This design comes from an exercise in tuning for small area, a short achievable clock period and few clock cycles per item on the open sky130 flow, not from production work.
In this exercise RTL edits were held to simulation tests only and were not proved equivalent to the original.
Power figures rest on the tool's default switching activity, not on a simulated workload.

==> job 2123 <==
Design zone_biquad, start of the top module:
module zone_biquad (
    input  wire        clk,
    input  wire        rst,           
    input  wire        cfg_valid,
    output wire        cfg_ready,
    input  wire [3:0]  cfg_sec,       
    input  wire [2:0]  cfg_coef,      
    input  wire [23:0] cfg_data,      
    input  wire        in_valid,
    output wire        in_ready,
    input  wire [23:0] in_data,       
    output wire        out_valid,
    input  wire        out_ready,
    output wire [23:0] out_data,      
    output wire        out_clip       
);
export LEC_CHECK = 0
export CAP_MARGIN = 50
export CELL_PAD_IN_SITES_DETAIL_PLACEMENT = 2
export CELL_PAD_IN_SITES_GLOBAL_PLACEMENT = 4
export CORE_MARGIN = 2
export CORE_UTILIZATION = 25
export PLACE_DENSITY = 0.4
export SLEW_MARGIN = 70
create_clock -name core_clock -period 25.0 [get_ports {clk}]
run.sh (not shown) runs the stock make flow with config.mk's settings and CLKGATE_MAP_FILE= SYNTH_SCRIPT=/design/flow/synth_recipe.tcl, a recipe that flattens the netlist after the stock synthesis.
==> job 2210: changes against job 2123 <==
--- a/flow/design.v
+++ b/flow/design.v
@@ -38,29 +38,29 @@
             end
             undec[22] = d[33];
             undec[23] = d[34];
         end
     endfunction
-    reg  [1:0]  ph;                   
-    wire        last = (ph == 2'd3);
+    reg  [2:0]  ph;                   
+    wire        last = (ph == 3'd7);
     reg         in_rdy;
     reg         cfg_rdy;
     reg  [3:0]  cnt;                  
     reg  [34:0] ib_d;
     reg         ib_v;
     reg         w_pend;
     reg  [3:0]  w_sec;
     reg  [2:0]  w_coef;
     reg  [23:0] w_data;
-    wire        w_go  = w_pend && (ph == w_sec[1:0]);
+    wire        w_go  = w_pend && (ph == w_sec[2:0]);
     wire        w_neg = (w_coef == 3'd3) || (w_coef == 3'd4);
     wire [24:0] w_val = w_neg ? -{w_data[23], w_data} : {w_data[23], w_data};
-    reg  [34:0] xe [0:3];             
-    reg  [3:0]  ve;
-    reg  [3:0]  ce;
-    wire [23:0] ye [0:3];
-    wire [3:0]  se;
+    reg  [34:0] xe [0:1];             
+    reg  [1:0]  ve;
+    reg  [1:0]  ce;
+    wire [23:0] ye [0:1];
+    wire [1:0]  se;
     reg  [23:0] oq_d [0:7];
     reg  [7:0]  oq_c;
     reg  [3:0]  oq_n;
     reg  push;                        
     wire in_acc  = in_valid && in_rdy;
@@ -71,20 +71,20 @@
     assign out_valid = (oq_n != 4'd0);
     assign out_data  = oq_d[0];
     assign out_clip  = oq_c[0];
     genvar e;
     generate
-        for (e = 0; e < 4; e = e + 1) begin : eng
-            reg [23:0] rb0 [0:3];
-            reg [23:0] rb1 [0:3];
-            reg [23:0] rb2 [0:3];
-            reg [24:0] rna1 [0:3];            
-            reg [24:0] rna2 [0:3];            
-            reg [23:0] rx1 [0:3];
-            reg [23:0] rx2 [0:3];
-            reg [23:0] ry1 [0:3];
-            reg [23:0] ry2 [0:3];
+        for (e = 0; e < 2; e = e + 1) begin : eng
+            reg [23:0] rb0 [0:7];
+            reg [23:0] rb1 [0:7];
+            reg [23:0] rb2 [0:7];
+            reg [24:0] rna1 [0:7];            
+            reg [24:0] rna2 [0:7];            
+            reg [23:0] rx1 [0:7];
+            reg [23:0] rx2 [0:7];
+            reg [23:0] ry1 [0:7];
+            reg [23:0] ry2 [0:7];
             reg [34:0] d2_x1, d2_x2, d2_y1, d2_y2;
             reg [25:0] d2_b1x3, d2_b2x3, d2_na1x3, d2_na2x3;
             reg [25:0] d1_b0x3;
             reg [49:0] d1_q0, d1_q1;
             wire [49:0] pre0, pre1;
@@ -119,16 +119,16 @@
             zb_rsat u_rs0 (.q(h0), .tie(tie), .y(r0), .sat(sat0));
             zb_rsat u_rs1 (.q(h1), .tie(tie), .y(r1), .sat(sat1));
             assign se[e] = c21 ? sat1 : sat0;
             assign ye[e] = c21 ? r1 : r0;
             wire        upd = ve[e];
-            wire        wr  = w_go && (w_sec[3:2] == e);
+            wire        wr  = w_go && (w_sec[3] == e);
             wire [23:0] xin = undec(xe[e]);
             integer i;
             always @(posedge clk) begin
                 if (rst) begin
-                    for (i = 0; i < 4; i = i + 1) begin
+                    for (i = 0; i < 8; i = i + 1) begin
                         rb0[i]  <= ONE_Q21;
                         rb1[i]  <= 24'd0;
                         rb2[i]  <= 24'd0;
                         rna1[i] <= 25'd0;
                         rna2[i] <= 25'd0;
@@ -136,30 +136,30 @@
                         rx2[i]  <= 24'd0;
                         ry1[i]  <= 24'd0;
                         ry2[i]  <= 24'd0;
                     end
                 end else begin
-                    for (i = 0; i < 3; i = i + 1) begin
+                    for (i = 0; i < 7; i = i + 1) begin
                         rb0[i]  <= rb0[i+1];
                         rb1[i]  <= rb1[i+1];
                         rb2[i]  <= rb2[i+1];
                         rna1[i] <= rna1[i+1];
                         rna2[i] <= rna2[i+1];
                         rx1[i]  <= rx1[i+1];
                         rx2[i]  <= rx2[i+1];
                         ry1[i]  <= ry1[i+1];
                         ry2[i]  <= ry2[i+1];
                     end
-                    rb0[3]  <= (wr && w_coef == 3'd0) ? w_val[23:0] : rb0[0];
-                    rb1[3]  <= (wr && w_coef == 3'd1) ? w_val[23:0] : rb1[0];
-                    rb2[3]  <= (wr && w_coef == 3'd2) ? w_val[23:0] : rb2[0];
-                    rna1[3] <= (wr && w_coef == 3'd3) ? w_val       : rna1[0];
-                    rna2[3] <= (wr && w_coef == 3'd4) ? w_val       : rna2[0];
-                    rx1[3]  <= upd ? xin    : rx1[0];
-                    rx2[3]  <= upd ? rx1[0] : rx2[0];
-                    ry1[3]  <= upd ? ye[e]  : ry1[0];
-                    ry2[3]  <= upd ? ry1[0] : ry2[0];
+                    rb0[7]  <= (wr && w_coef == 3'd0) ? w_val[23:0] : rb0[0];
+                    rb1[7]  <= (wr && w_coef == 3'd1) ? w_val[23:0] : rb1[0];
+                    rb2[7]  <= (wr && w_coef == 3'd2) ? w_val[23:0] : rb2[0];
+                    rna1[7] <= (wr && w_coef == 3'd3) ? w_val       : rna1[0];
+                    rna2[7] <= (wr && w_coef == 3'd4) ? w_val       : rna2[0];
+                    rx1[7]  <= upd ? xin    : rx1[0];
+                    rx2[7]  <= upd ? rx1[0] : rx2[0];
+                    ry1[7]  <= upd ? ye[e]  : ry1[0];
+                    ry2[7]  <= upd ? ry1[0] : ry2[0];
                 end
             end
             always @(posedge clk) begin
                 if (!last) begin
                     xe[e] <= dec(ye[e]);
@@ -172,24 +172,24 @@
                     ce[e] <= ce[e-1] | se[e-1];
                 end
             end
         end
     endgenerate
-    wire [3:0] ve_n  = rst ? 4'd0 : last ? {ve[2:0], ib_v} : ve;
+    wire [1:0] ve_n  = rst ? 2'd0 : last ? {ve[0], ib_v} : ve;
     wire       ib_v_n = rst ? 1'b0 : in_acc ? 1'b1 : last ? 1'b0 : ib_v;
     always @(posedge clk) begin
         ve   <= ve_n;
         ib_v <= ib_v_n;
         if (in_acc)
             ib_d <= dec(in_data);
     end
     reg  [23:0] res_d;
     reg         res_c;
     always @(posedge clk) begin
-        res_d <= ye[3];
-        res_c <= ce[3] | se[3];
-        push  <= !rst && last && ve[3];
+        res_d <= ye[1];
+        res_c <= ce[1] | se[1];
+        push  <= !rst && last && ve[1];
     end
     integer j;
     always @(posedge clk) begin
         for (j = 0; j < 8; j = j + 1) begin
             if (pop) begin
@@ -212,20 +212,20 @@
     end
     wire [3:0] cnt_n    = cnt + {3'd0, in_acc} - {3'd0, pop};
     wire       w_pend_n = cfg_acc || (w_pend && !w_go);
     always @(posedge clk) begin
         if (rst) begin
-            ph      <= 2'd0;
+            ph      <= 3'd0;
             cnt     <= 4'd0;
             in_rdy  <= 1'b1;
             cfg_rdy <= 1'b1;
             w_pend  <= 1'b0;
         end else begin
-            ph      <= ph + 2'd1;
+            ph      <= ph + 3'd1;
             cnt     <= cnt_n;
-            in_rdy  <= (!ib_v_n || ph == 2'd2) && (cnt_n < 4'd8) && !w_pend_n;
-            cfg_rdy <= !w_pend_n && !ib_v_n && (ve_n == 4'd0);
+            in_rdy  <= (!ib_v_n || ph == 3'd6) && (cnt_n < 4'd8) && !w_pend_n;
+            cfg_rdy <= !w_pend_n && !ib_v_n && (ve_n == 2'd0);
             w_pend  <= w_pend_n;
         end
         if (cfg_acc) begin
             w_sec  <= cfg_sec;
             w_coef <= cfg_coef;
CELL_PAD_IN_SITES_DETAIL_PLACEMENT = 1   (was 2)
CELL_PAD_IN_SITES_GLOBAL_PLACEMENT = 2   (was 4)
CORE_UTILIZATION = 30   (was 25)
PLACE_DENSITY = 0.45   (was 0.4)
==> comparison table <==
| metric | job 2210 | job 2123 |
|---|---|---|
| Routing usage on met2 | 48.0% | 47.7% |
| Outcome | complete, no violations | complete, no violations |
| Crit path to | xe[1][30] | xe[2][9] |
| Flop pwr share | 28.4% | 20.2% |
| Clock buffer count | 837 | 1000 |
| Net switching power of the design | 11.4 mW | 23.1 mW |
| Global Route Usage Sum | 28.8% | 30.9% |
| Number of cell rows | 346 | 480 |
| Die area | 0.896 mm^2 | 1.72 mm^2 |
| Number of clock sinks | 4609 | 5422 |
| Number of ordinary inverters in the final layout | 4996 | 9974 |
| NonClk Buf Share | 5.39% | 6.50% |
| Clk latency of the worst-skew pair | 1120 ps | 1290 ps |
| Clk. pwr | 8.27 mW | 10.6 mW |
| Met3 global-route usage | 4.61% | 5.75% |
| Placed Instance Area | 0.290 mm^2 | 0.473 mm^2 |
| Buffer count excluding the clock tree in the final layout | 1576 | 3118 |
| Portion of total power attributed to combinational logic | 41.9% | 56.9% |
| Transition at the pin with the smallest max-transition slack | 526 ps | 555 ps |
| Combinational power | 11.7 mW | 26.4 mW |
| Worst slack, placed | 15480 ps | 14700 ps |
| Setup WS post-layout | 15220 ps | 14680 ps |
| FF-to-FF setup slack | 15220 ps | 14680 ps |
| Mean number of vias per cell | 5.37 | 5.48 |
| Area delta synth->final | 16.5% | 17.2% |
| Highest Clock Rate | 102 MHz | 96.9 MHz |
Testbench counts of job 2123, summed over its fixed seeds: cycles 19,360, items 4,800.
Testbench counts of job 2210, summed over its fixed seeds: cycles 38,592, items 4,800.

static timing again, ports no longer ideal:
Ports are ideal in the flow. The routed layouts listed here were re-timed in OpenROAD.
Step 1 sets driving cells, clkbuf_16 on the clock port and buf_2 on the other inputs (assumed; they add their load-dependent delay and slew).
Step 2 adds t to the input delays and takes it off the output delays; t is the mean of the earliest and latest rising clock arrival at the registers after step 1. Input paths then give back, and output paths get back, about the clock's delay inside the block.
a / b / c = no drivers / after step 1 / after step 2; a / b = the first two.
| run | t (ns) | setup WS [ns] | hold WS [ns] | worst setup path at the end | pins driven straight from the clock port |
|---|---|---|---|---|---|
| job 2123 | 1.398 | 14.684 / 14.684 / 14.684 | 0.291 / 0.291 / 0.291 | register to register | 1 |
| job 2210 | 1.217 | 15.224 / 15.224 / 15.224 | 0.347 / 0.347 / 0.347 | register to register | 1 |
After both steps setup and hold are still met in every run listed.
